Context: an optimization exercise on an open-source flow, tuned for small area, a short achievable clock period and few clock cycles per item. The choices shown serve that exercise and are no tape-out recipe. Function was checked by simulation only, so behaviour that the tests miss may differ from the original. Power is estimated from default activity; no workload was simulated.

==> design.v <==
module contone_block_dec (
    input  wire       clk,
    input  wire       rst,           
    input  wire       in_valid,      
    output reg        in_ready,
    input  wire [7:0] in_data,
    input  wire       n_valid,       
    output reg        n_ready,
    input  wire [7:0] n_data,
    input  wire       n_sol,         
    output reg        out_valid,     
    input  wire       out_ready,
    output reg  [7:0] out_data,
    output reg        out_last       
);
    reg  [23:0] bb;                  
    reg  [4:0]  bn;
    wire        in_fire = in_valid & in_ready;
    wire [38:0] ext = {bb, 15'd0};
    wire [14:0] win = ext[bn +: 15];     
    wire [1:0]  bm  = bn[4:3];
    wire [7:0]  hdr = (bm == 2'd3) ? bb[23:16] : (bm == 2'd2) ? bb[15:8] : bb[7:0];
    reg         active;              
    reg         kzero, kesc;         
    reg  [1:0]  sel_p;
    reg  [2:0]  sel_k;
    reg  [5:0]  cnt;                 
    reg  [1:0]  qa;                  
    reg         tv;
    reg  [7:0]  tz;
    reg  [1:0]  tp;
    reg         traw, tlast;
    reg         nv;
    reg  [7:0]  nr;
    reg         nsol;
    reg  [7:0]  nwp;                 
    reg         sv;                  
    reg  [7:0]  sd;
    reg         sl;
    wire        fire = tv & nv & ~sv;
    wire        tadv = ~tv | fire;
    wire        n_fire = n_valid & n_ready;
    wire        ones8 = &win[14:7];
    reg  [7:0]  oh;                  
    reg  [2:0]  q;
    integer     qi;
    always @(*) begin
        oh = 8'd0;
        q  = 3'd0;
        for (qi = 7; qi >= 0; qi = qi - 1)
            if (!win[14-qi]) begin
                oh = 8'd1 << qi;
                q  = qi[2:0];
            end
    end
    reg  [6:0]  tail;                
    integer     ti;
    always @(*) begin
        tail = 7'd0;
        for (ti = 0; ti < 8; ti = ti + 1)
            if (oh[ti]) tail = tail | ((win << (ti + 1)) >> 8);
    end
    wire [11:0] zq     = {qa, q, tail} >> (3'd7 - sel_k);
    wire [5:0]  lim    = {1'b0, bn} - 6'd1 - {3'd0, sel_k};      
    wire        fits   = !lim[5] && (lim[4:0] >= {2'd0, q});
    wire        bn8    = (bn >= 5'd8);
    reg         emit, take_hdr, chunk;
    reg  [7:0]  z;
    reg         raw;
    reg  [4:0]  bna;                 
    always @(*) begin
        emit = 1'b0; take_hdr = 1'b0; chunk = 1'b0;
        z = zq[7:0]; raw = 1'b0; bna = bn;
        if (!active) begin
            if (bn8) begin
                take_hdr = 1'b1;
                bna = {bm - 2'd1, 3'd0};
            end
        end else if (kzero) begin
            z    = 8'd0;
            emit = tadv;
        end else if (kesc || qa == 2'd3) begin
            z   = win[14:7];
            raw = kesc;
            if (bn8 && tadv) begin
                emit = 1'b1;
                bna  = bn - 5'd8;
            end
        end else if (ones8) begin
            chunk = 1'b1;
            bna   = bn - 5'd8;
        end else if (fits && tadv) begin
            emit = 1'b1;
            bna  = lim[4:0] - {2'd0, q};
        end
    end
    wire [4:0]  bn_n = in_fire ? bna + 5'd8 : bna;
    wire [7:0]  w  = out_data;
    wire [7:0]  nn = nr;
    wire [7:0]  nw = nwp;
    wire        a   = w < nn;            
    wire        wlt = w < nw;            
    wire        wgt = w > nw;            
    wire        d   = nw >= nn;
    wire        f   = nw <= nn;
    wire        case1 = !wgt & d;        
    wire        case2 = !wlt & f & !case1;  
    wire        pz  = !traw & !nsol;
    wire        p0  = pz & (tp == 2'd0);
    wire        p1  = pz & (tp == 2'd1);
    wire        p2  = pz & (tp == 2'd2);
    wire        p3  = pz & (tp == 2'd3);
    wire        p3e = p3 & !case1 & !case2;
    wire        useW = p0 | p2 | (p3 & (!(case1 | case2) | (case1 & a) | (case2 & !a)));
    wire        useN = (!traw & nsol) | p1 | p2 | (p3 & (!(case1 | case2) | (case1 & !a) | (case2 & a)));
    wire [7:0]  e   = tz[0] ? ~{1'b0, tz[7:1]} : {1'b0, tz[7:1]};
    wire [8:0]  ev  = traw ? {1'b0, tz} : p2 ? {e, 1'b0} : {e[7], e};
    wire [8:0]  opw = useW ? {1'b0, w} : 9'd0;
    wire [8:0]  opn = useN ? {1'b0, nn} : 9'd0;
    wire [8:0]  opm = p3e ? {1'b1, ~nw} : 9'd0;
    wire [8:0]  sum = opw + opn + opm + ev + {8'd0, p3e};
    wire [7:0]  cur = p2 ? sum[8:1] : sum[7:0];
    wire        tv_n = emit | (tv & ~fire);
    wire        nv_n = n_fire | (nv & ~fire);
    reg         sv_n;
    always @(*) begin
        sv_n = sv;
        if (sv) begin
            if (!out_valid || out_ready) sv_n = 1'b0;
        end else if (fire && out_valid && !out_ready)
            sv_n = 1'b1;
    end
    always @(posedge clk) begin
        if (in_fire)
            bb <= {bb[15:0], in_data};
        if (take_hdr) begin
            kzero <= hdr[6] & ~hdr[7];
            kesc  <= hdr[7];
            sel_p <= hdr[5:4];
            sel_k <= hdr[2:0];
        end
        if (take_hdr || emit)
            qa <= 2'd0;
        else if (chunk)
            qa <= qa + 2'd1;
        if (take_hdr)
            cnt <= 6'd0;
        else if (emit)
            cnt <= cnt + 6'd1;
        if (emit) begin
            tz    <= z;
            tp    <= sel_p;
            traw  <= raw;
            tlast <= (cnt == 6'd63);
        end
        if (n_fire) begin
            nr   <= n_data;
            nsol <= n_sol;
        end
        if (fire)
            nwp <= nr;
        if (sv) begin
            if (!out_valid || out_ready) begin
                out_data <= sd;
                out_last <= sl;
            end
        end else if (fire) begin
            if (!out_valid || out_ready) begin
                out_data <= cur;
                out_last <= tlast;
            end else begin
                sd <= cur;
                sl <= tlast;
            end
        end
        if (rst) begin
            bn        <= 5'd0;
            in_ready  <= 1'b1;
            active    <= 1'b0;
            tv        <= 1'b0;
            nv        <= 1'b0;
            n_ready   <= 1'b1;
            sv        <= 1'b0;
            out_valid <= 1'b0;
        end else begin
            bn       <= bn_n;
            in_ready <= (bn_n <= 5'd16);
            if (take_hdr)
                active <= 1'b1;
            else if (emit && cnt == 6'd63)
                active <= 1'b0;
            tv      <= tv_n;
            nv      <= nv_n;
            n_ready <= ~nv_n | (tv_n & ~sv_n);
            sv      <= sv_n;
            if (sv || fire)
                out_valid <= 1'b1;
            else if (out_ready)
                out_valid <= 1'b0;
        end
    end
endmodule
==> run.sh <==
#!/bin/bash
# synth_recipe.tcl (not shown) runs the flow's synth.tcl, then flattens the netlist and writes it again
# the make line also repeats each setting of config.mk as NAME=value (left out here)
make -C /OpenROAD-flow-scripts/flow DESIGN_CONFIG=/design/flow/config.mk WORK_HOME=/design/flow/orfs CLKGATE_MAP_FILE= SYNTH_SCRIPT=/design/flow/synth_recipe.tcl finish
==> config.mk <==
export PLATFORM = sky130hd
export DESIGN_NAME = contone_block_dec
export DESIGN_NICKNAME = contone_block_dec
export VERILOG_FILES = /design/flow/design.v
export SDC_FILE = /design/flow/constraint.sdc
export NUM_CORES = 4
export LEC_CHECK = 0
export CAP_MARGIN = 20
export CORE_MARGIN = 2
export CORE_UTILIZATION = 40
export SLEW_MARGIN = 20
==> constraint.sdc <==
create_clock -name core_clock -period 12.0 [get_ports {clk}]
set_input_delay 2.4000 -clock core_clock [delete_from_list [all_inputs] [get_ports {clk}]]
set_output_delay 2.4000 -clock core_clock [all_outputs]
set_load 0.01 [all_outputs]
==> results of run 1 <==
==> worst max-delay path by stage <==
stage	start	end	slack (ns)
after floorplan	out_data[5]	out_data[7]	6.82
after global placement	bn[0]	n_ready	6.07
after detailed placement	bn[0]	n_ready	5.88
after CTS	bn[0]	n_ready	5.88
after global routing	bn[0]	cnt[5]	5.24
final	bn[0]	n_ready	5.89
==> area by class of cell <==
| type | count | area [sq um] | area share |
|---|---|---|---|
| clock inverters | 7 | 70.07 | 0.007270 |
| well taps | 280 | 350.3 | 0.03635 |
| clock buffers | 9 | 225.2 | 0.02337 |
| inverters | 64 | 240.2 | 0.02493 |
| repair buffers | 43 | 405.4 | 0.04206 |
| flip-flops and latches | 98 | 2744 | 0.2847 |
| multi-input cells | 707 | 5603 | 0.5813 |
==> worst register-to-register path: cells and delay by family (launching register included) <==
kind	cells	cell delay (ns)
AND/OR/NAND/NOR	4	0.32
AO/OA/AOI/OAI	11	3.93
multiplexers	1	0.49
adder cells (fa/ha/maj)	1	0.30
buffers and inverters	2	0.69
flip-flops	1	0.31
==> stage by stage <==
stage	cell area, sq um	setup WS [ns]	hold slack, ns	util	power [mW]
after floorplan	8856	6.822	0.4003	-	1.174
after global placement	9343	6.073	0.4351	0.4294	1.383
after detailed placement	9343	5.883	0.4340	0.4294	1.385
after CTS	9638	5.877	0.4510	0.4430	1.675
after global routing	9638	5.239	0.4602	0.4430	1.798
final	9638	5.893	0.4502	0.4430	1.675
==> per-layer routing <==
layer  up-vias  track usage  routed length (um)  share of wire
met5         -            0                   0              0
met4         0      0.09127                 891          0.037
met2       276       0.3410               11660           0.49
li1       3493            -                   -              -
met3        71      0.02816                1223          0.051
met1      3527       0.2632               10210           0.43
==> registers in the layout, summed over array words and instances, names as in the netlist, 2 cells and up <==
| name | flops |
|---|---|
| tp | 2 |
| bb | 24 |
| sel_k | 3 |
| out_data | 8 |
| qa | 2 |
| sel_p | 2 |
| bn | 5 |
| nwp | 8 |
| nr | 8 |
| tz | 8 |
| sd | 8 |
| cnt | 6 |
==> logic make-up (layout without fill, tap and decap cells) <==
kind of cell,count (synthesis),in the layout
AOI/OAI and AO/OA,254,254
xor gates and xnor gates,17,17
adders and majority gates,62,62
buffers and inverters,117,123
DFF,98,98
muxes,88,88
and+or+nand+nor,286,286
==> placed cells by master (no fill, tap or decap), types with 19 or more instances in the layout <==
cell,synthesis,layout
edfxtp_1,78,78
nand2_1,76,76
nor2_1,69,69
inv_1,57,57
a21oi_1,54,54
ha_1,43,43
o21ai_0,41,41
mux2i_1,40,40
clkdlybuf4s50_1,0,33
mux4_2,29,29
nand3_1,20,20
and2_1,18,19
fa_1,19,19
dfxtp_1,20,19
==> where the power goes <==
part / internal, mW / switching (mW) / leakage, nW
combinational: 0.347 / 0.527 / 2.56
sequential: 0.449 / 0.0674 / 0.897
clock: 0.146 / 0.138 / 0.142
total: 0.943 / 0.732 / 3.60
==> metrics.cfg, run 1 <==
[outcome]
outcome=finished clean

[clock_tree]
clk_pin_slew_worst_paths_ns=0.07
tritoncts=yes
cts_resized=0
clock_path_buffers=2
numCtsBuffers=9
clock-root-buffer=clkbuf_16
cts-htree-levels=3
post-cts-setup-buffer-count=0
clock-sinks=98
clk_latency_ns=0.35
cts_hold_buf=0

[floorplanning]
die_w_um=152.8
start_util=0.4071
die_h_um=152.8
core.rowCount=54
ios=34
coreArea_sq_um=21760
die_area_sq_um=23350

[hold_path]
hold_class=register to register
hp-start=nr[1]
min_to=nwp[1]
hold_depth=0

[timing]
fin_crit_sh=0.5090
fin_crit_ns=6.108
hold_viol=0
worstMarginPinSlew_ns=0.9502
slew_viol_final=0
finalSetupViolations=0
finalClockSkew_ns=0.008887
slew_headroom=0.3631
max_freq_mhz=163.7
fin_setup_tns_ns=0
rsz0062_at_grt=false

[routing]
drtIter0Drc=586
via_count=7367
routed_wl_mm=23.98
final_antenna_net_count=0
drc=0
routedWlPerCell_um=19.85
dr.pass1.iters=5
via_per_inst=6.099

[global_routing]
grt_max_degree=55
grt_antenna_before_repair=0
overflow=0
grt_pass1_wl_mm=38.57
grt_pass1_vias=6970
grtUsageTotal=0.2038

[finish]
fin_nets=1007
nFillCells=2090
drive_gt1_frac=0.1142
fin_cells=1208
area_delta_synth_final_pct=8.830
diodes=0

[synthesis]
ys_seq_area_frac=0.3097
synth_adder_area_share=0.1037
syn_area_sq_um=8856
yosysMostFrequentCell=edfxtp_1
synth-edff-count=78
synth_fp_nets=1006
synth_compound_area_frac=0.2036
ys_top_cells_by_count=edfxtp_1, nand2_1, nor2_1
synth.area.mux_share=0.1435
synth-xor-area-share=0.01837
synth-seq-cells=98
synth.top_cell.area_share=0.2645
synthTopCellsByArea=edfxtp_1, mux4_2, ha_1
synth-async-reset-ratio=0
yosys.area.top_type=edfxtp_1
synthCells=922
yosysWarnings=1
synthDistinctLibCells=91
ys.flop_type=edfxtp_1
synth_top_family_by_area=compound AO/OA/AOI/OAI gates
synth-simple-area-share=0.1628
syn_area_per_cell_sq_um=9.605

[pwr]
power.leakage_nw=3.600
vdd_drop_max_mv=0.08969
pwr_density_cell_nw_per_um2=173.8

[setup_path]
cp_top_family=compound AO/OA/AOI/OAI gates
critPathMaxStageDelay_ns=0.78
path_max_fanout=54
r2r-end=n_ready
rr_startpoint=bn[0]
startpoint_type=register
worst-r2r-cell-count=19
arrival_ns=6.41
r2r_setup_slack_ns=5.89
worstPathRequired_ns=12.30
cp.depth=19
worstSetupPathType=register to register
end_kind=register
path_cells=buf_4 -> mux2i_1 -> o22ai_1 -> a2111oi_4 -> o22ai_2 -> a221o_2 -> o41ai_4 -> inv_2 -> ha_1 -> nor2b_1 -> o21a_1 -> nor2_1 -> a31oi_1 -> nand2_1 -> a31oi_1 -> o21a_1 -> o21ai_0 -> a221o_1 -> nand2_1
cp_slowest_cell=o21a_1
path_buf_inv=2

[flow_run]
cap_violations=0

[placement]
numPortBuffers=33
place_inst=1192
hpwl_mm=17.88
globalplace.congestion=0.9320

Testbench counts, summed over its fixed seeds: cycles 169,781, blocks 2,560.
==> run 2: changes to the inputs <==
--- a/design.v
+++ b/design.v
@@ -16,9 +16,19 @@
     reg  [23:0] bb;                  
     reg  [4:0]  bn;
     wire        in_fire = in_valid & in_ready;
-    wire [38:0] ext = {bb, 15'd0};
-    wire [14:0] win = ext[bn +: 15];     
     wire [1:0]  bm  = bn[4:3];
+    wire [2:0]  pad = bn[2:0];
+    reg  [21:0] bw;                      
+    always @(*) begin
+        case (bm)
+            2'd0:    bw = {bb[6:0], 15'd0};
+            2'd1:    bw = {bb[14:0], 7'd0};
+            2'd2:    bw = bb[22:1];
+            default: bw = {7'd0, bb[23:9]};
+        endcase
+    end
+    wire [21:0] bws = bw >> pad;
+    wire [14:0] win = bws[14:0];         
     wire [7:0]  hdr = (bm == 2'd3) ? bb[23:16] : (bm == 2'd2) ? bb[15:8] : bb[7:0];
     reg         active;              
     reg         kzero, kesc;         
@@ -62,7 +72,12 @@
     end
     wire [11:0] zq     = {qa, q, tail} >> (3'd7 - sel_k);
     wire [5:0]  lim    = {1'b0, bn} - 6'd1 - {3'd0, sel_k};      
-    wire        fits   = !lim[5] && (lim[4:0] >= {2'd0, q});
+    reg  [7:0]  fq;                      
+    integer     fi;
+    always @(*)
+        for (fi = 0; fi < 8; fi = fi + 1)
+            fq[fi] = !lim[5] && (lim[4:0] >= fi);
+    wire        fits   = |(oh & fq);
     wire        bn8    = (bn >= 5'd8);
     reg         emit, take_hdr, chunk;
     reg  [7:0]  z;
--- a/config.mk
+++ b/config.mk
@@ -5,7 +5,7 @@
 export SDC_FILE = /design/flow/constraint.sdc
 export NUM_CORES = 4
 export LEC_CHECK = 0
-export CAP_MARGIN = 20
+export CAP_MARGIN = 50
 export CORE_MARGIN = 2
 export CORE_UTILIZATION = 40
-export SLEW_MARGIN = 20
+export SLEW_MARGIN = 80
==> run 2 against run 1 <==
Net effect:
- fmax fell by 22%
- area after synthesis fell by 9.2%
- clock-buffer cell count stayed put
- largest power group unchanged
==> metrics.cfg, run 2 <==
[setup_path]
end_kind=register
worstPathRequired_ns=12.26  ; -0.04 ns
startpoint=bn[3]
rr_startpoint=bn[3]
r2r_setup_slack_ns=4.13  ; -1.76 ns
worst-r2r-cell-count=29  ; +10
cp_common_cell=clkdlybuf4s50_1
worstSetupPathType=register to register
critPathMaxStageDelay_ns=0.57  ; -0.21 ns
startpoint_type=register
cp_slowest_cell=clkdlybuf4s50_1
r2r-end=in_ready
path_max_fanout=31  ; -43%
crit_path_end=in_ready
arrival_ns=8.12  ; +1.71 ns

[synthesis]
ys.flop_type=edfxtp_1
yosys.area.top_type=edfxtp_1
ys_top_cells_by_count=nand2_1, edfxtp_1, inv_1
synth-async-reset-ratio=0  ; unchanged
yosysMostFrequentCell=nand2_1
syn_area_per_cell_sq_um=9.237  ; -3.8%
synth.top_cell.area_share=0.2911  ; +0.02665
synthCells=871  ; -5.5%
synthTopCellsByArea=edfxtp_1, ha_1, dfxtp_1
synth_fp_nets=955  ; -5.1%
yosysWarnings=1  ; unchanged
synth-edff-count=78  ; unchanged
synth-seq-cells=98  ; unchanged
syn_area_sq_um=8045  ; -9.2%
synthDistinctLibCells=81  ; -11%
ys_seq_area_frac=0.3409  ; +0.03121

[finish]
seq_area_sq_um=2756  ; +0.46%
fin_cells=1228  ; +1.7%
max_flop_register=bb
multi_input_area_sq_um=5497  ; -1.9%
final_cell_mix=nand2_1, edfxtp_1, inv_1, a21oi_1, clkdlybuf4s50_1
nFillCells=1795  ; -14%
drive_gt1_frac=0.2118  ; +0.09761
largest_register_ffs=24  ; unchanged
diodes=0  ; unchanged
final_common_cell=nand2_1
area_delta_synth_final_pct=25.79
fin_nets=1042  ; +3.5%

[pwr]
power.leakage_nw=3.846  ; +6.8%
vdd_drop_max_mv=0.1399  ; +56%
power_mw=2.823  ; +69%
pwr_density_cell_nw_per_um2=279.0  ; +61%

[clock_tree]
post-cts-setup-buffer-count=0  ; unchanged
cts-htree-levels=3  ; unchanged
numCtsBuffers=9  ; unchanged
clk_latency_ns=0.37  ; +0.02 ns
clk_pin_slew_worst_paths_ns=0.07  ; about the same
cts_hold_buf=0  ; unchanged
cts_resized=0  ; unchanged
clock-root-buffer=clkbuf_16
clock-sinks=98  ; unchanged
tritoncts=yes
clock_path_buffers=2  ; unchanged

[floorplanning]
ios=34  ; unchanged
die_area_sq_um=21260  ; -8.9%
die_w_um=145.8  ; -4.6%
die_h_um=145.8  ; -4.6%
core.rowCount=51  ; -5.6%
coreArea_sq_um=19590  ; -10%
start_util=0.4107  ; +0.003617

[timing]
rsz0062_at_grt=false
hold_viol=0  ; unchanged
max_freq_mhz=127.1  ; -22%
slew_viol_final=0  ; unchanged
finalClockSkew_ns=0.01701  ; +0.008119 ns
fin_crit_ns=7.867  ; +1.759 ns
finalSetupViolations=0  ; unchanged
worstMarginPinSlew_ns=0.3257  ; -0.6245 ns
slew_headroom=0.7820  ; +0.4190
fin_ws_ns=4.134  ; -1.759 ns
fin_setup_tns_ns=0  ; unchanged
fin_crit_sh=0.6555  ; +0.1466

[placement]
place_inst=1196  ; +0.34%
dpl_worst_slack_ns=4.331  ; -1.551 ns
globalplace.congestion=0.8979  ; -3.7%
numPortBuffers=33  ; unchanged
hpwl_mm=16.40  ; -8.3%

[global_routing]
grtUsageTotal=0.2012  ; -0.002633
grt_pass1_wl_mm=34.88  ; -9.6%
grt_antenna_before_repair=0  ; unchanged
overflow=0  ; unchanged
grt_pass1_vias=6555  ; -6.0%
grt_max_degree=45  ; -18%

[routing]
via_count=7081  ; -3.9%
drc=0  ; unchanged
drtIter0Drc=519  ; -11%
via_per_inst=5.766  ; -5.4%
routed_wl_mm=21.60  ; -10%
routedWlPerCell_um=17.59  ; -11%
final_antenna_net_count=0  ; unchanged
dr.pass1.iters=5  ; unchanged

[flow_run]
cap_violations=0  ; unchanged

[outcome]
outcome=finished clean

[hold_path]
hold_class=register to register

-- run 2: cell types whose count changed after synthesis, sizes merged, moves of 7 or more --
cell	delta
mux4	-17
nand4	-7
nor2b	-7
nand2	+14
inv	+12
buf	-11
mux2i	-24
-- run 2: layout make-up --
type / instances / share of cell area
Multi-Input combinational cell: 658 / 0.5432
Sequential cell: 98 / 0.2724
Timing Repair Buffer: 116 / 0.09224
Tap cell: 265 / 0.03276
Inverter: 75 / 0.02918
Clock buffer: 9 / 0.02226
Clock inverter: 7 / 0.008037
-- run 2: cell families (layout without fill, tap and decap cells) --
| family | Yosys count | count (layout) | synth area share |
|---|---|---|---|
| xor+xnor | 21 | 21 | 0.02286 |
| compound gates | 255 | 255 | 0.2218 |
| mux | 43 | 43 | 0.07496 |
| flops | 98 | 98 | 0.3409 |
| simple gates | 277 | 277 | 0.1650 |
| buf+inv | 115 | 207 | 0.06034 |
| fa+ha+maj | 62 | 62 | 0.1142 |
-- run 2: metrics by stage --
| step | hold WS [ns] | util | instance area (sq um) |
|---|---|---|---|
| 2_1_floorplan | 0.4003 | - | 8045 |
| 5_1_grt | 0.4711 | 0.5166 | 10120 |
| 4_1_cts | 0.4507 | 0.5004 | 9803 |
| 6_report | 0.4510 | 0.5166 | 10120 |
| 3_3_place_gp | 0.4166 | 0.4374 | 8569 |
| 3_5_place_dp | 0.4147 | 0.4848 | 9497 |
-- run 2: critical path, delay by kind of cell, from the launching register on --
kind | cells | cell delay [ns]
flops | 1 | 0.49
buf+inv | 12 | 4.47
compound gates | 7 | 1.04
fa+ha+maj | 3 | 0.83
xor+xnor | 2 | 0.23
simple gates | 5 | 0.69
-- run 2: where the power goes --
| group | total [mW] | internal [mW] | switching [mW] | leakage, nW |
|---|---|---|---|---|
| sequential | 0.587 | 0.509 | 0.0776 | 0.902 |
| combinational | 1.94 | 0.855 | 1.08 | 2.80 |
| clock | 0.300 | 0.148 | 0.152 | 0.149 |
| total | 2.82 | 1.51 | 1.31 | 3.85 |
-- run 2: how the worst min path moves through the flow --
stage | startpoint | endpoint | slack, ns | depth (start not counted)
global placement | sel_p[1] | tp[1] | 0.42 | 0
floorplan | sel_p[0] | tp[0] | 0.40 | 0
global route | sel_p[1] | tp[1] | 0.47 | 0
detailed placement | sel_p[1] | tp[1] | 0.41 | 0
finish | sel_p[1] | tp[1] | 0.45 | 0
CTS | sel_p[1] | tp[1] | 0.45 | 0
-- run 2: layer usage --
metal	vias to the layer above	track usage	part of all wire
met1	3444	0.2924	0.47
li1	3430	-	-
met4	0	0.05147	0.013
met2	185	0.3210	0.47
met5	-	0	0
met3	22	0.02100	0.040
Testbench counts of run 2, summed over its fixed seeds: cycles 169,781, blocks 2,560.
==> run 3: changes to the inputs <==
--- a/config.mk
+++ b/config.mk
@@ -5,7 +5,7 @@
 export SDC_FILE = /design/flow/constraint.sdc
 export NUM_CORES = 4
 export LEC_CHECK = 0
-export CAP_MARGIN = 50
+export CAP_MARGIN = 20
 export CORE_MARGIN = 2
 export CORE_UTILIZATION = 40
-export SLEW_MARGIN = 80
+export SLEW_MARGIN = 20
==> run 3 against run 2 <==
Net effect:
- clock skew barely moved
- flip-flop and latch count did not move
- die area did not move
- sequential share of layout area rose by 3.6 points
- design area fell by 12%
- worst hold slack got worse by 0.018 ns
- sequential power rose by 3%
==> metrics.cfg, run 3 <==
[outcome]
outcome=finished clean

[clock_tree]
clk_pin_slew_worst_paths_ns=0.08  ; about the same
cts_resized=0  ; unchanged
cts-htree-levels=3  ; unchanged
clock-sinks=98  ; unchanged
clk_latency_ns=0.36  ; about the same
clock-root-buffer=clkbuf_16
cts_hold_buf=0  ; unchanged
post-cts-setup-buffer-count=0  ; unchanged
clock_path_buffers=2  ; unchanged
tritoncts=yes
numCtsBuffers=9  ; unchanged

[routing]
final_antenna_net_count=0  ; unchanged
via_count=6672  ; -5.8%
drc=0  ; unchanged
wl_met2_mm=9.143  ; -10%
dr.pass1.iters=6  ; +1
highest_layer=met4
routedWlPerCell_um=17.62  ; +0.17%
route.met3.wl_um=874  ; +1.0%
met1Wirelength_mm=9.942  ; -3.0%
routed_wl_mm=20.33  ; -5.9%
drtIter0Drc=443  ; -15%
via_per_inst=5.782  ; +0.27%

[global_routing]
grt_antenna_before_repair=0  ; unchanged
grtUsageTotal=0.1944  ; -0.006763
grt_pass1_wl_mm=33.71  ; -3.3%
grt_pass1_vias=6233  ; -4.9%
overflow=0  ; unchanged
grt_max_degree=45  ; unchanged

[setup_path]
startpoint_type=register
startpoint=out_data[1]
path_buf_inv=2  ; -10
end_kind=register
cp_slowest_cell=a21boi_0
path_max_fanout=8  ; -74%
critPathMaxStageDelay_ns=0.66  ; +0.09 ns
cp_top_family=compound AO/OA/AOI/OAI gates
worstPathRequired_ns=12.11  ; -0.15 ns
rr_startpoint=out_data[1]
worstSetupPathType=register to register
arrival_ns=6.07  ; -2.05 ns
cp_common_cell=a21o_1

[finish]
max_flop_register=bb
final_cell_mix=nand2_1, edfxtp_1, inv_1, nor2_1, a21oi_1
final_util=0.4537  ; -0.06291
nFillCells=1929  ; +7.5%
area_delta_synth_final_pct=10.47
drive_gt1_frac=0.08436  ; -0.1275
fin_cells=1154  ; -6.0%
fin_nets=968  ; -7.1%
largest_register_ffs=24  ; unchanged
diodes=0  ; unchanged
final_common_cell=nand2_1

[synthesis]
ys_seq_area_frac=0.3409  ; unchanged
synthTopCellsByArea=edfxtp_1, ha_1, dfxtp_1
yosysWarnings=1  ; unchanged
synth-seq-cells=98  ; unchanged
synth-async-reset-ratio=0  ; unchanged
syn_area_per_cell_sq_um=9.237  ; unchanged
yosys.area.top_type=edfxtp_1
synth.top_cell.area_share=0.2911  ; unchanged
synth-edff-count=78  ; unchanged
syn_area_sq_um=8045  ; unchanged
yosysMostFrequentCell=nand2_1
synth_fp_nets=955  ; unchanged
synthDistinctLibCells=81  ; unchanged
ys.flop_type=edfxtp_1
synthCells=871  ; unchanged
ys_top_cells_by_count=nand2_1, edfxtp_1, inv_1

[timing]
slew_viol_final=0  ; unchanged
rsz0062_at_grt=false
max_freq_mhz=167.8  ; +32%
fin_crit_sh=0.4967  ; -0.1589
finalClockSkew_ns=0.01744  ; +0.0004376 ns
slew_headroom=0.3760  ; -0.4061
fin_setup_tns_ns=0  ; unchanged
hold_viol=0  ; unchanged
fin_crit_ns=5.960  ; -1.906 ns
worstMarginPinSlew_ns=0.9100  ; +0.5843 ns
finalSetupViolations=0  ; unchanged

[placement]
place_inst=1137  ; -4.9%
numPortBuffers=33  ; unchanged
hpwl_mm=15.54  ; -5.2%
globalplace.congestion=0.8979  ; unchanged

[pwr]
power_mw=2.422  ; -14%
vdd_drop_max_mv=0.1446  ; +3.4%
power.leakage_nw=3.444  ; -10%
pwr_density_cell_nw_per_um2=272.5  ; -2.3%

[floorplanning]
core.rowCount=51  ; unchanged
die_w_um=145.8  ; unchanged
start_util=0.4107  ; unchanged
die_area_sq_um=21260  ; unchanged
coreArea_sq_um=19590  ; unchanged
die_h_um=145.8  ; unchanged
ios=34  ; unchanged

[flow_run]
cap_violations=0  ; unchanged

[hold_path]
hp-start=sel_p[1]
hold_class=register to register

[run 3: path summary, 6_finish.rpt]
path / to / slack, ns / cells after the start
setup / recovery: out_data[7] / 6.04 / 25
hold / removal: tp[1] / 0.43 / 0
hold reg to reg: tp[1] / 0.43 / 0
setup reg to reg: out_data[7] / 6.04 / 25
[run 3: kinds of logic (layout without fill, tap and decap cells)]
| group | Yosys count | count (layout) | synth area share |
|---|---|---|---|
| XOR/XNOR | 21 | 21 | 0.02286 |
| flip-flops | 98 | 98 | 0.3409 |
| multiplexers | 43 | 43 | 0.07496 |
| AO/OA/AOI/OAI | 255 | 255 | 0.2218 |
| AND/OR/NAND/NOR | 277 | 277 | 0.1650 |
| adder cells (fa/ha/maj) | 62 | 62 | 0.1142 |
| buffers and inverters | 115 | 133 | 0.06034 |
[run 3: layout make-up]
class	count	area, sq um	area share
multi-input cells	658	4827	0.5432
well taps	265	331.6	0.03731
inverters	75	281.5	0.03168
flip-flops and latches	98	2743	0.3086
clock inverters	7	81.33	0.009151
clock buffers	9	225.2	0.02534
repair buffers	42	397.9	0.04477
[run 3: where the power goes]
part | internal [mW] | switching (mW)
sequential | 0.508 | 0.0964
combinational | 0.619 | 0.901
clock | 0.148 | 0.149
[run 3: per-layer routing]
| metal | vias to the layer above | GRT usage |
|---|---|---|
| li1 | 3266 | - |
| met1 | 3195 | 0.2893 |
| met2 | 185 | 0.2958 |
| met3 | 26 | 0.02539 |
| met4 | 0 | 0.05490 |
| met5 | - | 0 |
[run 3: stage by stage]
| stage | area, sq um | hold WS, ns | setup slack (ns) |
|---|---|---|---|
| 5_1_grt | 8887 | 0.4567 | 5.624 |
| 4_1_cts | 8876 | 0.4337 | 6.080 |
| 6_report | 8887 | 0.4325 | 6.040 |
| 3_5_place_dp | 8569 | 0.4147 | 6.088 |
| 3_3_place_gp | 8569 | 0.4166 | 6.218 |
| 2_1_floorplan | 8045 | 0.4003 | 6.556 |
[run 3: worst reg2reg max path, cell delays in order (launching register included)]
cell	delay, ns
edfxtp_1	0.45
ha_1	0.32
a21o_1	0.15
a21o_1	0.17
a21o_1	0.16
a21o_1	0.16
a21o_1	0.17
a21oi_1	0.18
o21a_1	0.17
o211ai_1	0.10
a21boi_0	0.66
and2_1	0.25
fa_1	0.41
inv_1	0.09
fa_1	0.38
inv_1	0.11
ha_1	0.23
a21o_1	0.17
a21oi_1	0.22
o21bai_1	0.09
a21oi_1	0.24
o21bai_1	0.09
a21oi_1	0.19
xnor2_1	0.13
o21ai_0	0.11
mux2_2	0.30
==> run 4: changes to the inputs <==
==> flow/run.sh (new file) <==
#!/bin/bash
# Standard layout with two changes after the standard synthesis: the
# slow delay buffers are not used for repair and port buffers, and every
# port gets a plain buffer.
set -euo pipefail
bash standard.sh synth > synth.log 2>&1
export DONT_USE_CELLS="sky130_fd_sc_hd__clkdlybuf4s15_1 sky130_fd_sc_hd__clkdlybuf4s15_2 sky130_fd_sc_hd__clkdlybuf4s18_1 sky130_fd_sc_hd__clkdlybuf4s18_2 sky130_fd_sc_hd__clkdlybuf4s25_1 sky130_fd_sc_hd__clkdlybuf4s25_2 sky130_fd_sc_hd__clkdlybuf4s50_1 sky130_fd_sc_hd__clkdlybuf4s50_2"
export BUFFER_PORTS_ARGS="-buffer_cell sky130_fd_sc_hd__buf_4"
bash standard.sh > layout.log 2>&1
==> standard.sh (new file) <==
#!/bin/bash
# synth_recipe.tcl (not shown) runs the flow's synth.tcl, then flattens the netlist and writes it again
# the make line also repeats each setting of config.mk as NAME=value (left out here)
make -C /OpenROAD-flow-scripts/flow DESIGN_CONFIG=/design/flow/config.mk WORK_HOME=/design/flow/orfs CLKGATE_MAP_FILE= SYNTH_SCRIPT=/design/flow/synth_recipe.tcl "${@:-finish}"
removed: run.sh
==> run 4 against run 3 <==
Net effect:
- register-to-register slack worse by 0.10 ns
- combinational power hardly changed
- worst hold slack worse by 0.0065 ns
- sequential power hardly changed
- clock skew is 0.00067 ns lower
- clock-buffer cell count is 1 higher
- worst setup slack worse by 0.10 ns
- final cell count stayed put
- clock power is 2% higher
- power is 0.41% higher
- synthesized cell count stayed put
- design area is 0.89% lower
==> metrics.cfg, run 4 <==
[synthesis]
synth.top_cell.area_share=0.2911  ; unchanged
synth-async-reset-ratio=0  ; unchanged
yosys.area.top_type=edfxtp_1
ys_top_cells_by_count=nand2_1, edfxtp_1, inv_1
synthCells=871  ; unchanged
synth-seq-cells=98  ; unchanged
synthDistinctLibCells=81  ; unchanged
yosysMostFrequentCell=nand2_1
synth-edff-count=78  ; unchanged
ys.flop_type=edfxtp_1
syn_area_per_cell_sq_um=9.237  ; unchanged
synth_fp_nets=955  ; unchanged
ys_seq_area_frac=0.3409  ; unchanged
synthTopCellsByArea=edfxtp_1, ha_1, dfxtp_1
yosysWarnings=1  ; unchanged
syn_area_sq_um=8045  ; unchanged

[setup_path]
rr_startpoint=out_data[1]
end_kind=register
cp.depth=25  ; unchanged
cp_top_family=compound AO/OA/AOI/OAI gates
arrival_ns=6.18  ; +0.11 ns
startpoint=out_data[1]
critPathMaxStageDelay_ns=0.71  ; +0.05 ns
path_buf_inv=2  ; unchanged
startpoint_type=register
worstSetupPathType=register to register
worst-r2r-cell-count=25  ; unchanged
cp_slowest_cell=a21boi_0
cp_common_cell=a21o_1
path_max_fanout=8  ; unchanged
worstPathRequired_ns=12.11  ; about the same

[global_routing]
overflow=0  ; unchanged
grt_pass1_wl_mm=33.53  ; -0.53%
grt_pass1_vias=6251  ; +0.29%
grt_max_degree=45  ; unchanged
grtUsageTotal=0.1946  ; about the same
grt_antenna_before_repair=0  ; unchanged

[floorplanning]
coreArea_sq_um=19590  ; unchanged
start_util=0.4107  ; unchanged
ios=34  ; unchanged
core.rowCount=51  ; unchanged
die_w_um=145.8  ; unchanged
die_h_um=145.8  ; unchanged
die_area_sq_um=21260  ; unchanged

[finish]
final_cell_mix=nand2_1, edfxtp_1, inv_1, nor2_1, a21oi_1
fin_nets=968  ; unchanged
area_delta_synth_final_pct=9.487
nFillCells=1901  ; -1.5%
final_common_cell=nand2_1
largest_register_ffs=24  ; unchanged
max_flop_register=bb
diodes=0  ; unchanged
drive_gt1_frac=0.1204  ; +0.03600
seq_area_sq_um=2743  ; unchanged
multi_input_area_sq_um=4825  ; about the same
final_util=0.4496  ; -0.004024
design_area_sq_um=8808  ; -0.89%

[pwr]
pwr_density_cell_nw_per_um2=276.1  ; +1.3%
power_mw=2.432  ; +0.41%
power.leakage_nw=3.478  ; +0.99%
vdd_drop_max_mv=0.1061  ; -27%

[clock_tree]
cts_resized=0  ; unchanged
clk_latency_ns=0.37  ; about the same
clock_path_buffers=2  ; unchanged
tritoncts=yes
clk_pin_slew_worst_paths_ns=0.08  ; about the same
cts_hold_buf=0  ; unchanged
clock-root-buffer=clkbuf_16
post-cts-setup-buffer-count=0  ; unchanged
cts-htree-levels=3  ; unchanged
clock-sinks=98  ; unchanged
numCtsBuffers=9  ; unchanged

[timing]
finalSetupViolations=0  ; unchanged
slew_headroom=0.3244  ; -0.05156
slew_viol_final=0  ; unchanged
hold_viol=0  ; unchanged
rsz0062_at_grt=false
fin_setup_tns_ns=0  ; unchanged
worstMarginPinSlew_ns=1.011  ; +0.1013 ns
max_freq_mhz=165.0  ; -1.7%
finalClockSkew_ns=0.01677  ; -0.0006731 ns
fin_crit_ns=6.062  ; +0.1021 ns
fin_crit_sh=0.5052  ; +0.008506

[placement]
dpl-instance-area_sq_um=8487  ; -0.96%
hpwl_mm=15.72  ; +1.1%
numPortBuffers=33  ; unchanged
globalplace.congestion=0.8825  ; -1.7%

[routing]
drc=0  ; unchanged
final_antenna_net_count=0  ; unchanged
via_count=6639  ; -0.49%
routedWlPerCell_um=17.81  ; +1.1%
dr.pass1.iters=5  ; -1
drtIter0Drc=512  ; +16%
via_per_inst=5.753  ; -0.49%
routed_wl_mm=20.55  ; +1.1%

[hold_path]
hold_depth=0  ; unchanged
hp-start=sel_p[0]
hold_class=register to register

[outcome]
outcome=finished clean

[flow_run]
cap_violations=0  ; unchanged

-- run 4: cell types whose count changed in the layout (fill, tap and decap cells not counted) --
cell             change
buf_4               +33
clkbuf_16            +1
clkinv_4             -2
clkinv_8             -1
nor2b_1              +1
inv_6                +1
nor2b_2              -1
clkdlybuf4s50_1     -33
inv_4                +1
-- run 4: path summary, 6_finish.rpt --
check / to / slack (ns)
worst max-delay path: out_data[7] / 5.94
worst min-delay path: tp[0] / 0.43
worst max register to register: out_data[7] / 5.94
worst min register to register: tp[0] / 0.43
-- run 4: cells by family after synthesis --
logic type	Yosys count	synth area share
and+or+nand+nor	277	0.1650
AOI/OAI and AO/OA	255	0.2218
buffers and inverters	115	0.06034
DFF	98	0.3409
adders and majority gates	62	0.1142
muxes	43	0.07496
xor gates and xnor gates	21	0.02286
-- run 4: area by class of cell --
type / instances / area share
clock buffers: 10 / 0.02841
clock inverters: 6 / 0.007102
inverters: 75 / 0.03196
multi-input cells: 658 / 0.5477
flip-flops and latches: 98 / 0.3114
well taps: 265 / 0.03764
repair buffers: 42 / 0.03580
-- run 4: per-stage QoR --
step                      worst slack (ns)  hold WS [ns]  cells
after floorplan                      6.556        0.4003    871
after global placement               6.223        0.4126   1137
after detailed placement             5.997        0.4057   1137
after CTS                            5.970        0.4232   1153
after global routing                 5.589        0.4418   1154
final                                5.938        0.4260   1154
-- run 4: power breakdown --
group | switching, mW | internal, mW
clock | 0.145 | 0.159
combinational | 0.908 | 0.614
sequential | 0.0972 | 0.508
total | 1.15 | 1.28
-- run 4: per-layer routing --
layer,up-vias,share of wire,track usage
li1,3263,-,-
met1,3156,0.48,0.2893
met2,191,0.45,0.2939
met3,29,0.046,0.02790
met4,0,0.017,0.05637
met5,-,0,0
==> run 5: changes to the inputs <==
==> flow/run.sh (replaced) <==
#!/bin/bash
# Standard layout with three changes after the standard synthesis: the
# slow delay buffers are not used for repair and port buffers, every port
# gets a plain buffer, and timing repair aims for 7.5 ns of setup slack.
set -euo pipefail
bash standard.sh synth > synth.log 2>&1
export DONT_USE_CELLS="sky130_fd_sc_hd__clkdlybuf4s15_1 sky130_fd_sc_hd__clkdlybuf4s15_2 sky130_fd_sc_hd__clkdlybuf4s18_1 sky130_fd_sc_hd__clkdlybuf4s18_2 sky130_fd_sc_hd__clkdlybuf4s25_1 sky130_fd_sc_hd__clkdlybuf4s25_2 sky130_fd_sc_hd__clkdlybuf4s50_1 sky130_fd_sc_hd__clkdlybuf4s50_2"
export BUFFER_PORTS_ARGS="-buffer_cell sky130_fd_sc_hd__buf_4"
export SETUP_SLACK_MARGIN=7.5
bash standard.sh > layout.log 2>&1
==> run 5 against run 4 <==
Net effect:
- clock-buffer cell count stayed put
- still clean
- wire length is 8.5% higher
- sequential power is 2% lower
- utilization is 4.8 points higher
==> metrics.cfg, run 5 <==
[synthesis]
synthTopCellsByArea=edfxtp_1, ha_1, dfxtp_1
ys_top_cells_by_count=nand2_1, edfxtp_1, inv_1
yosysWarnings=1  ; unchanged
yosysMostFrequentCell=nand2_1
syn_area_per_cell_sq_um=9.237  ; unchanged
synth-async-reset-ratio=0  ; unchanged
ys.flop_type=edfxtp_1
synth-seq-cells=98  ; unchanged
ys_seq_area_frac=0.3409  ; unchanged
synth.top_cell.area_share=0.2911  ; unchanged
synthCells=871  ; unchanged
synth-edff-count=78  ; unchanged
synth_fp_nets=955  ; unchanged
synthDistinctLibCells=81  ; unchanged
yosys.area.top_type=edfxtp_1
syn_area_sq_um=8045  ; unchanged

[clock_tree]
clk_pin_slew_worst_paths_ns=0.08  ; about the same
clock-root-buffer=clkbuf_16
clock-sinks=98  ; unchanged
numCtsBuffers=9  ; unchanged
tritoncts=yes
clock_path_buffers=2  ; unchanged
cts-htree-levels=3  ; unchanged
clk_latency_ns=0.36  ; about the same

[placement]
dpl_worst_slack_ns=6.450  ; +0.4530 ns
place_inst=1136  ; -0.088%
numPortBuffers=33  ; unchanged
globalplace.congestion=0.8859  ; +0.39%
hpwl_mm=15.52  ; -1.3%

[timing]
slew_viol_final=0  ; unchanged
max_freq_mhz=185.2  ; +12%
worstMarginPinSlew_ns=1.014  ; +0.002555 ns
fin_crit_sh=0.4500  ; -0.05519
rsz0062_at_grt=true
hold_ws_ns=0.4425  ; +0.01647 ns
finalSetupViolations=0  ; unchanged
fin_crit_ns=5.400  ; -0.6623 ns
fin_ws_ns=6.600  ; +0.6623 ns
finalClockSkew_ns=0.01238  ; -0.004390 ns
slew_headroom=0.3216  ; -0.002813
fin_setup_tns_ns=0  ; unchanged
hold_viol=0  ; unchanged

[floorplanning]
core.rowCount=51  ; unchanged
coreArea_sq_um=19590  ; unchanged
die_h_um=145.8  ; unchanged
die_w_um=145.8  ; unchanged
ios=34  ; unchanged
start_util=0.4107  ; unchanged
die_area_sq_um=21260  ; unchanged

[global_routing]
grtUsageTotal=0.2007  ; +0.006110
grtUsageMet3=0.02821  ; +0.0003135
gr-usage-met1=0.2961  ; +0.006862
grt_max_degree=45  ; unchanged
grt_pass1_vias=6392  ; +2.3%
overflow=0  ; unchanged
top_usage_layer=met2
grt_antenna_before_repair=0  ; unchanged
grtUsageMet2=0.3038  ; +0.009906
grt_pass1_wl_mm=34.47  ; +2.8%

[pwr]
pwr_density_cell_nw_per_um2=293.8  ; +6.4%
power_mw=2.864  ; +18%
comb_power_share=0.684  ; +0.058
clockPowerShare=0.109  ; -0.016
power.leakage_nw=3.876  ; +11%
switching_power_mw=1.316  ; +14%
vdd_drop_max_mv=0.1454  ; +37%
seq_power_share=0.207  ; -0.042
netSwitchingFraction=0.4594  ; -0.01339
internal_power_mw=1.548  ; +21%

[routing]
via_per_inst=5.885  ; +2.3%
dr.pass1.iters=7  ; +2
final_antenna_net_count=0  ; unchanged
drtIter0Drc=620  ; +21%
via_count=7127  ; +7.4%
routed_wl_mm=22.29  ; +8.5%
routedWlPerCell_um=18.41  ; +3.4%
drc=0  ; unchanged

[finish]
largest_register_ffs=24  ; unchanged
final_common_cell=buf_4
drive_gt1_frac=0.2505  ; +0.1302
max_flop_register=bb
final_cell_mix=buf_4, nand2_1, edfxtp_1, inv_1, nor2_1
fin_nets=1025  ; +5.9%
area_delta_synth_final_pct=21.18
fin_cells=1211  ; +4.9%
diodes=0  ; unchanged

[setup_path]
r2r_setup_slack_ns=6.60  ; +0.66 ns
arrival_ns=5.52  ; -0.66 ns
path_max_fanout=6  ; -2
r2r-end=out_data[7]
startpoint_type=register
rr_startpoint=out_data[1]
worst-r2r-cell-count=25  ; unchanged
worstPathRequired_ns=12.12  ; about the same
worstSetupPathType=register to register
end_kind=register

[hold_path]
min_to=nwp[5]
hold_depth=0  ; unchanged
hp-start=nr[5]
hold_class=register to register

[flow_run]
cap_violations=0  ; unchanged

[outcome]
outcome=finished clean

==> run 5: cell count changes in the layout (fill, tap and decap cells not counted), sizes merged <==
| cell | before | now |
|---|---|---|
| buf | 42 | 95 |
| clkbuf | 10 | 13 |
| clkinvlp | 0 | 2 |
| clkinv | 4 | 3 |
==> run 5: kinds of logic (layout without fill, tap and decap cells) <==
logic type / Yosys count / count (layout) / share of synthesized area
simple gates: 277 / 277 / 0.1650
compound gates: 255 / 255 / 0.2218
buf+inv: 115 / 190 / 0.06034
flops: 98 / 98 / 0.3409
fa+ha+maj: 62 / 62 / 0.1142
mux: 43 / 43 / 0.07496
xor+xnor: 21 / 21 / 0.02286
==> run 5: how the worst max path moves through the flow <==
stage	depth (start not counted)	slack [ns]	start	end
CTS	26	6.67	out_data[1]	out_data[7]
detailed placement	27	6.45	nr[1]	out_data[7]
finish	25	6.60	out_data[1]	out_data[7]
global route	25	6.31	out_data[1]	out_data[7]
floorplan	26	6.84	out_data[1]	out_data[6]
global placement	26	6.56	nr[1]	out_data[7]
==> run 5: layout make-up <==
cell class	count	area [sq um]
clock buffers	10	250.2
repair inverters	1	5.005
fillers	1824	9841
well taps	265	331.6
multi-input cells	658	5234
inverters	75	292.8
repair buffers	98	820.8
flip-flops and latches	98	2753
clock inverters	6	62.56
==> run 5: power by group through the flow <==
| stage | registers, mW | logic [mW] | clock network (mW) |
|---|---|---|---|
| after floorplan | 0.562 | 1.23 | 0 |
| after global placement | 0.612 | 1.53 | 0 |
| after detailed placement | 0.613 | 1.53 | 0 |
| after CTS | 0.605 | 1.74 | 0.319 |
| after global routing | 0.605 | 2.15 | 0.331 |
| final | 0.594 | 1.96 | 0.311 |
==> run 5: routing by layer <==
layer  share of wire  wire (um)
met1            0.47      10410
met5               0          0
met2            0.46      10160
met3           0.055       1224
met4           0.022        493
==> run 5: worst max-delay path, stage by stage, from the launching register on <==
cell      delay [ns]
edfxtp_1        0.45
ha_1            0.30
a21o_1          0.18
a21o_1          0.14
a21o_1          0.15
a21o_1          0.15
a21o_1          0.16
a21oi_2         0.13
o21a_1          0.16
o211ai_1        0.15
a21boi_2        0.33
and2_1          0.19
fa_1            0.40
inv_1           0.07
fa_1            0.42
inv_2           0.11
ha_4            0.20
a21o_1          0.16
a21oi_2         0.21
o21bai_1        0.13
a21oi_2         0.16
o21bai_1        0.09
a21oi_1         0.16
xnor2_1         0.18
o21ai_2         0.09
mux2_2          0.29
==> run 5: what timing repair did <==
action                                 in CTS  in global routing
endpoints found under the hold margin       0                  0
gates resized for setup                    48                 46
cloned                                      1                  3
setup buffers                              23                 32
setup endpoints to repair                  46                 44
pin swaps                                  15                 22
hold buffers                                0                  0
==> run 5: through the flow <==
step,area [sq um],utilization
3_5_place_dp,8536,0.4357
6_report,9749,0.4977
2_1_floorplan,8103,-
3_3_place_gp,8536,0.4357
4_1_cts,9240,0.4717
5_1_grt,9749,0.4977
==> run 6: changes to the inputs <==
--- a/design.v
+++ b/design.v
@@ -5,7 +5,7 @@
     output reg        in_ready,
     input  wire [7:0] in_data,
     input  wire       n_valid,       
-    output reg        n_ready,
+    output wire       n_ready,
     input  wire [7:0] n_data,
     input  wire       n_sol,         
     output reg        out_valid,     
@@ -44,10 +44,8 @@
     reg  [7:0]  nr;
     reg         nsol;
     reg  [7:0]  nwp;                 
-    reg         sv;                  
-    reg  [7:0]  sd;
-    reg         sl;
-    wire        fire = tv & nv & ~sv;
+    wire        fire = tv & nv & (~out_valid | out_ready);
+    assign      n_ready = ~nv | fire;
     wire        tadv = ~tv | fire;
     wire        n_fire = n_valid & n_ready;
     wire        ones8 = &win[14:7];
@@ -137,14 +135,6 @@
     wire [7:0]  cur = p2 ? sum[8:1] : sum[7:0];
     wire        tv_n = emit | (tv & ~fire);
     wire        nv_n = n_fire | (nv & ~fire);
-    reg         sv_n;
-    always @(*) begin
-        sv_n = sv;
-        if (sv) begin
-            if (!out_valid || out_ready) sv_n = 1'b0;
-        end else if (fire && out_valid && !out_ready)
-            sv_n = 1'b1;
-    end
     always @(posedge clk) begin
         if (in_fire)
             bb <= {bb[15:0], in_data};
@@ -174,19 +164,9 @@
         end
         if (fire)
             nwp <= nr;
-        if (sv) begin
-            if (!out_valid || out_ready) begin
-                out_data <= sd;
-                out_last <= sl;
-            end
-        end else if (fire) begin
-            if (!out_valid || out_ready) begin
-                out_data <= cur;
-                out_last <= tlast;
-            end else begin
-                sd <= cur;
-                sl <= tlast;
-            end
+        if (fire) begin
+            out_data <= cur;
+            out_last <= tlast;
         end
         if (rst) begin
             bn        <= 5'd0;
@@ -194,8 +174,6 @@
             active    <= 1'b0;
             tv        <= 1'b0;
             nv        <= 1'b0;
-            n_ready   <= 1'b1;
-            sv        <= 1'b0;
             out_valid <= 1'b0;
         end else begin
             bn       <= bn_n;
@@ -206,9 +184,7 @@
                 active <= 1'b0;
             tv      <= tv_n;
             nv      <= nv_n;
-            n_ready <= ~nv_n | (tv_n & ~sv_n);
-            sv      <= sv_n;
-            if (sv || fire)
+            if (fire)
                 out_valid <= 1'b1;
             else if (out_ready)
                 out_valid <= 1'b0;
==> run.sh (new file) <==
#!/bin/bash
# synth_recipe.tcl (not shown) runs the flow's synth.tcl, then flattens the netlist and writes it again
# the make line also repeats each setting of config.mk as NAME=value (left out here)
make -C /OpenROAD-flow-scripts/flow DESIGN_CONFIG=/design/flow/config.mk WORK_HOME=/design/flow/orfs CLKGATE_MAP_FILE= SYNTH_SCRIPT=/design/flow/synth_recipe.tcl finish
removed: flow/run.sh
removed: standard.sh
==> run 6 against run 5 <==
Net effect:
- final cell count is 7.8% lower
- still clean
- wire length is 14% lower
- power is 60% lower
- clock-buffer cell count is 1 lower
- first-iteration DRC count is 20% lower
- largest power group unchanged
- synthesized cell count is 3.6% lower
- utilization is 5.1 points lower
- die area is 2.9% lower
==> metrics.cfg, run 6 <==
[outcome]
outcome=finished clean

[setup_path]
arrival_ns=3.80  ; -1.72 ns
worst-r2r-cell-count=18  ; -28%
r2r-end=in_ready
crit_path_end=n_ready
r2r_setup_slack_ns=6.12  ; -0.48 ns
startpoint_type=primary input
startpoint=out_ready
end_kind=output pin
rr_startpoint=bn[3]
worstSetupPathType=primary input to output pin
worstPathRequired_ns=9.60  ; -2.52 ns
path_max_fanout=5  ; -1

[floorplanning]
start_util=0.4049  ; -0.005732
coreArea_sq_um=19270  ; -1.6%
die_area_sq_um=20640  ; -2.9%
core.rowCount=51  ; unchanged
die_h_um=143.7  ; -1.5%
ios=34  ; unchanged
die_w_um=143.7  ; -1.5%

[finish]
max_flop_register=bb
drive_gt1_frac=0.08343  ; -0.1671
diodes=0  ; unchanged
area_delta_synth_final_pct=10.28
final_common_cell=nand2_1
fin_nets=931  ; -9.2%
design_area_sq_um=8606  ; -12%
largest_register_ffs=24  ; unchanged
final_cell_mix=nand2_1, inv_1, edfxtp_1, a21oi_1, nor2_1
nFillCells=1927  ; +5.6%

[clock_tree]
cts_hold_buf=0  ; unchanged
post-cts-setup-buffer-count=0  ; -100%
clock-sinks=87  ; -11%
cts_resized=0  ; -100%
clk_pin_slew_worst_paths_ns=0.07  ; about the same
numCtsBuffers=9  ; unchanged
clock_path_buffers=2  ; unchanged
cts-htree-levels=3  ; unchanged
clk_latency_ns=0.36  ; about the same
tritoncts=yes
clock-root-buffer=clkbuf_16

[routing]
routed_wl_mm=19.24  ; -14%
wl_met2_mm=8.747  ; -14%
dr.pass1.iters=5  ; -2
via_per_inst=5.785  ; -1.7%
drtIter0Drc=493  ; -20%
drc=0  ; unchanged
highest_layer=met4
final_antenna_net_count=0  ; unchanged
via_count=6456  ; -9.4%
met1Wirelength_mm=9.367  ; -10%
routedWlPerCell_um=17.24  ; -6.4%
route.met3.wl_um=831  ; -32%

[global_routing]
grt_pass1_wl_mm=31.81  ; -7.7%
grt_antenna_before_repair=0  ; unchanged
grt_max_degree=41  ; -8.9%
grt_pass1_vias=5925  ; -7.3%
grtUsageTotal=0.1955  ; -0.005215
overflow=0  ; unchanged

[flow_run]
cap_violations=0  ; unchanged

[placement]
hpwl_mm=14.75  ; -5.0%
dpl-instance-area_sq_um=8307  ; -2.7%
globalplace.congestion=0.8659  ; -2.3%
numPortBuffers=33  ; unchanged

[timing]
slew_viol_final=0  ; unchanged
hold_viol=0  ; unchanged
rsz0062_at_grt=false
fin_crit_sh=0.5164  ; +0.06642
finalClockSkew_ns=0.01275  ; +0.0003714 ns
slew_headroom=0.3087  ; -0.01294
worstMarginPinSlew_ns=1.031  ; +0.01754 ns
fin_setup_tns_ns=0  ; unchanged
finalSetupViolations=0  ; unchanged
max_freq_mhz=161.4  ; -13%
fin_crit_ns=6.197  ; +0.7971 ns

[pwr]
vdd_drop_max_mv=0.1064  ; -27%
power.leakage_nw=3.425  ; -12%
pwr_density_cell_nw_per_um2=134.7  ; -54%

[synthesis]
synthCells=840  ; -3.6%
synthDistinctLibCells=79  ; -2.5%
syn_area_per_cell_sq_um=9.290  ; +0.58%
yosysWarnings=1  ; unchanged
ys.flop_type=edfxtp_1
synth-async-reset-ratio=0  ; unchanged
synth.top_cell.area_share=0.2655  ; -0.02562
yosys.area.top_type=edfxtp_1
synth-edff-count=69  ; -12%
ys_seq_area_frac=0.3117  ; -0.02921
synth-seq-cells=87  ; -11%
synthTopCellsByArea=edfxtp_1, ha_1, mux4_2
syn_area_sq_um=7804  ; -3.0%
yosysMostFrequentCell=nand2_1
ys_top_cells_by_count=nand2_1, inv_1, edfxtp_1
synth_fp_nets=925  ; -3.1%

[hold_path]
hold_class=register to register

## run 6: changes by cell type in the layout (fill, tap and decap cells not counted), sizes merged, moves of 7 or more
cell           before  now
a221oi             11   23
and2               17    9
buf                95    6
clkdlybuf4s50       0   33
edfxtp             78   69
mux2               15    8
mux4               12   19
nand2              90   75
nor4                3   10
## run 6: logic make-up (layout without fill, tap and decap cells)
family                     Yosys count  after routing  synth area share
AOI/OAI and AO/OA                  254            254            0.2367
xor gates and xnor gates            20             20           0.02245
adders and majority gates           63             63            0.1193
buffers and inverters              120            131           0.06333
DFF                                 87             87            0.3117
muxes                               47             47           0.09203
and+or+nand+nor                    249            249            0.1546
## run 6: worst min-delay path by stage
stage	start	endpoint	slack, ns	depth (start not counted)
after detailed placement	tlast	out_last	0.42	0
after CTS	tlast	out_last	0.43	0
final	tlast	out_last	0.43	0
after global routing	tlast	out_last	0.46	0
after global placement	tlast	out_last	0.41	0
after floorplan	tlast	out_last	0.40	0
## run 6: power breakdown
group          total, mW  switching (mW)  internal (mW)
Clock              0.291           0.143          0.148
Combinational      0.464           0.274          0.191
Sequential         0.404          0.0374          0.367
Total               1.16           0.454          0.705
## run 6: routing by layer
layer	vias to the layer above	global-route usage
met1	3086	0.2909
li1	3178	-
met3	24	0.02732
met4	0	0.05624
met2	168	0.2955
met5	-	0
## run 6: worst max-delay path, cell delays in order
cell             delay (ns)
clkdlybuf4s50_1        0.46
nand2b_1               0.12
nand3_1                0.16
nand2_1                0.13
clkdlybuf4s50_1        0.53
## run 6: final cells by class
cell class                      count  area, sq um  share of cell area
Multi-Input combinational cell    633         4882              0.5673
Inverter                           76        285.3             0.03315
Tap cell                          265        331.6             0.03853
Clock inverter                      7        73.82            0.008578
Sequential cell                    87         2432              0.2826
Clock buffer                        9        225.2             0.02617
Timing Repair Buffer               39        375.4             0.04362
## run 6: metrics by stage
stage | setup WS [ns] | total power [mW] | utilization | std cells | hold slack (ns)
2_1_floorplan | 6.804 | 0.7642 | - | 840 | 0.4003
3_3_place_gp | 5.827 | 0.8677 | 0.4310 | 1100 | 0.4067
3_5_place_dp | 5.803 | 0.8709 | 0.4310 | 1100 | 0.4152
4_1_cts | 5.791 | 1.166 | 0.4466 | 1116 | 0.4336
5_1_grt | 5.684 | 1.243 | 0.4466 | 1116 | 0.4584
6_report | 5.803 | 1.160 | 0.4466 | 1116 | 0.4290
Testbench counts of run 6, summed over its fixed seeds: cycles 169,781, blocks 2,560.
==> run 7: changes to the inputs <==
--- a/config.mk
+++ b/config.mk
@@ -5,6 +5,7 @@
 export SDC_FILE = /design/flow/constraint.sdc
 export NUM_CORES = 4
 export LEC_CHECK = 0
+export ABC_AREA = 1
 export CAP_MARGIN = 20
 export CORE_MARGIN = 2
 export CORE_UTILIZATION = 40
==> run 7 against run 6 <==
Net effect:
- still clean on timing, DRC and antenna
- worst setup slack got worse by 0.83 ns
- clock skew shrank 0.0058 ns
- power is 29% higher
- final cell count increased by 14%
- sequential power grew 12%
- combinational power rose by 69%
- fmax is 12% lower
- non-clock buffer count down 4
- clock power fell by 7.9%
- flip-flop and latch count unchanged
- largest cell class unchanged
- largest power group unchanged
- highest routed layer unchanged
==> metrics.cfg, run 7 <==
[setup_path]
path_max_fanout=18  ; +13
worstPathRequired_ns=9.60  ; about the same
worstSetupPathType=primary input to output pin
end_kind=output pin
startpoint_type=primary input
arrival_ns=4.63  ; +0.83 ns

[routing]
via_per_inst=5.311  ; -8.2%
via_count=6750  ; +4.6%
drc=0  ; unchanged
drtIter0Drc=431  ; -13%
dr.pass1.iters=5  ; unchanged
routed_wl_mm=18.75  ; -2.5%
final_antenna_net_count=0  ; unchanged
routedWlPerCell_um=14.75  ; -14%

[finish]
diodes=0  ; unchanged
max_flop_register=bb
design_area_sq_um=8230  ; -4.4%
fin_nets=1122  ; +21%
final_cell_mix=nand2_1, nand3_1, inv_1, nor2_1, edfxtp_1
largest_register_ffs=24  ; unchanged
drive_gt1_frac=0.05278  ; -0.03065
area_delta_synth_final_pct=10.39  ; about the same
final_common_cell=nand2_1

[clock_tree]
cts_hold_buf=0  ; unchanged
clock-root-buffer=clkbuf_16
numCtsBuffers=9  ; unchanged
cts-htree-levels=3  ; unchanged
clk_latency_ns=0.35  ; about the same
tritoncts=yes
clock-sinks=87  ; unchanged
clock_path_buffers=2  ; unchanged
post-cts-setup-buffer-count=0  ; unchanged
cts_resized=0  ; unchanged
clk_pin_slew_worst_paths_ns=0.06  ; about the same

[global_routing]
grt_max_degree=38  ; -7.3%
grtUsageTotal=0.1972  ; +0.001753
overflow=0  ; unchanged
grt_antenna_before_repair=0  ; unchanged
grt_pass1_wl_mm=31.15  ; -2.1%
grt_pass1_vias=6448  ; +8.8%

[flow_run]
cap_violations=0  ; unchanged

[floorplanning]
ios=34  ; unchanged
core.rowCount=49  ; -3.9%
start_util=0.4109  ; +0.005905
die_h_um=140.5  ; -2.2%
die_area_sq_um=19750  ; -4.3%
die_w_um=140.5  ; -2.2%
coreArea_sq_um=18150  ; -5.8%

[placement]
hpwl_mm=14.64  ; -0.71%
numPortBuffers=33  ; unchanged
dpl-instance-area_sq_um=7948  ; -4.3%
dpl_worst_slack_ns=4.963  ; -0.8406 ns
globalplace.congestion=0.8984  ; +3.8%

[pwr]
power.leakage_nw=3.715  ; +8.5%
vdd_drop_max_mv=0.1026  ; -3.6%
pwr_density_cell_nw_per_um2=182.4  ; +35%

[timing]
hold_ws_ns=0.4198  ; -0.009224 ns
max_freq_mhz=142.3  ; -12%
rsz0062_at_grt=false
slew_headroom=0.2733  ; -0.03531
fin_setup_tns_ns=0  ; unchanged
fin_crit_ns=7.025  ; +0.8280 ns
slew_viol_final=0  ; unchanged
worstMarginPinSlew_ns=1.090  ; +0.05859 ns
finalClockSkew_ns=0.006918  ; -0.005834 ns
hold_viol=0  ; unchanged
fin_crit_sh=0.5854  ; +0.06900
finalSetupViolations=0  ; unchanged
fin_ws_ns=4.975  ; -0.8280 ns

[hold_path]
hold_class=register to register

[synthesis]
synthCells=1022  ; +22%
synth-seq-cells=87  ; unchanged
syn_area_per_cell_sq_um=7.295  ; -21%
yosysMostFrequentCell=nand2_1
synthTopCellsByArea=edfxtp_1, nand2_1, nand3_1
synthDistinctLibCells=45  ; -43%
synth-async-reset-ratio=0  ; unchanged
ys.flop_type=edfxtp_1
synth_fp_nets=1107  ; +20%
yosys.area.top_type=edfxtp_1
synth-edff-count=69  ; unchanged
ys_seq_area_frac=0.3262  ; +0.01454
yosysWarnings=1  ; unchanged
syn_area_sq_um=7456  ; -4.5%
synth.top_cell.area_share=0.2779  ; +0.01239
ys_top_cells_by_count=nand2_1, nand3_1, inv_1

[outcome]
outcome=finished clean

[run 7: cell count changes in the layout (fill, tap and decap cells not counted), moves of 17 or more]
| cell | previous run | this run |
|---|---|---|
| mux2i_1 | 20 | 0 |
| a21o_1 | 20 | 2 |
| nand2_1 | 75 | 256 |
| nand3_1 | 17 | 134 |
| mux4_2 | 19 | 0 |
| inv_1 | 72 | 128 |
| o21ai_0 | 32 | 54 |
| a221oi_1 | 17 | 0 |
[run 7: kinds of logic after synthesis]
group                    Yosys count  share of synthesized area
XOR/XNOR                          24                    0.02819
AND/OR/NAND/NOR                  510                     0.3019
flip-flops                        87                     0.3262
adder cells (fa/ha/maj)           63                     0.1249
buffers and inverters            172                    0.09028
AO/OA/AOI/OAI                    166                     0.1285
[run 7: path summary, 6_finish.rpt]
check	start	to	slack, ns	cells after the start
hold reg to reg	tlast	out_last	0.42	0
setup reg to reg	out_data[6]	out_data[7]	6.72	24
hold / removal	tlast	out_last	0.42	0
setup / recovery	out_ready	n_ready	4.97	6
[run 7: area by class of cell]
type                    count  area (sq um)
multi-input cells         763          4357
clock inverters             7         55.05
clock buffers               9         225.2
inverters                 141         529.3
well taps                 229         286.5
fillers                  1860          9917
flip-flops and latches     87          2432
repair buffers             35         345.3
[run 7: worst max-delay path, cell delays in order]
cell	delay, ns
clkdlybuf4s50_1	0.45
inv_1	0.05
a21oi_2	0.85
inv_1	0.18
nand2_1	0.14
clkdlybuf4s50_1	0.55
[run 7: report_power, final]
part / switching [mW] / internal [mW]
combinational: 0.509 / 0.273
sequential: 0.0534 / 0.398
clock: 0.125 / 0.143
total: 0.687 / 0.814
[run 7: per-layer routing]
| metal | part of all wire | wire length, um | vias to the layer above | track usage |
|---|---|---|---|---|
| met5 | 0 | 0 | - | 0 |
| met4 | 0.033 | 627 | 0 | 0.08316 |
| met3 | 0.036 | 674 | 34 | 0.03179 |
| met2 | 0.50 | 9338 | 158 | 0.3514 |
| met1 | 0.43 | 8109 | 3110 | 0.2363 |
| li1 | - | - | 3448 | - |
[run 7: stage by stage]
step | utilization | instances | total power, mW
2_1_floorplan | - | 1022 | 1.044
3_3_place_gp | 0.4379 | 1255 | 1.229
3_5_place_dp | 0.4379 | 1255 | 1.236
4_1_cts | 0.4534 | 1271 | 1.512
5_1_grt | 0.4535 | 1271 | 1.639
6_report | 0.4535 | 1271 | 1.501

[re-timing with driven ports]
In the flow no input, the clock included, has a driving cell. The finished layouts below were timed again as built, in two steps.
Step 1 sets driving cells, clkbuf_16 on the clock port and buf_2 on the other inputs (assumed; they add their load-dependent delay and slew).
Step 2 moves the port delays by t, midway between the first and last clock arrival at a register: inputs arrive t later, outputs are due t later. That takes back most of the time a late clock gives input paths.
Slacks: no drivers / after step 1 / after step 2; pairs: no drivers / after step 1.
| run | t, ns | setup slack, ns | worst data-port slew with drivers (ns) |
|---|---|---|---|
| run 1 | 0.402 | 5.892 / 5.893 / 5.893 | 0.05 |
| run 2 | 0.403 | 4.134 / 4.134 / 4.134 | 0.04 |
| run 3 | 0.397 | 6.040 / 6.040 / 6.040 | 0.05 |
| run 4 | 0.402 | 5.938 / 5.938 / 5.938 | 0.04 |
| run 5 | 0.399 | 6.600 / 6.600 / 6.600 | 0.03 |
| run 6 | 0.398 | 5.803 / 5.774 / 5.774 | 0.04 |
| run 7 | 0.394 | 4.975 / 4.953 / 4.953 | 0.03 |
After both steps every run listed still meets setup and hold. For run 6, which loses most, drivers alone change the setup slack by -0.029 ns; drivers and shift together by -0.029 ns.
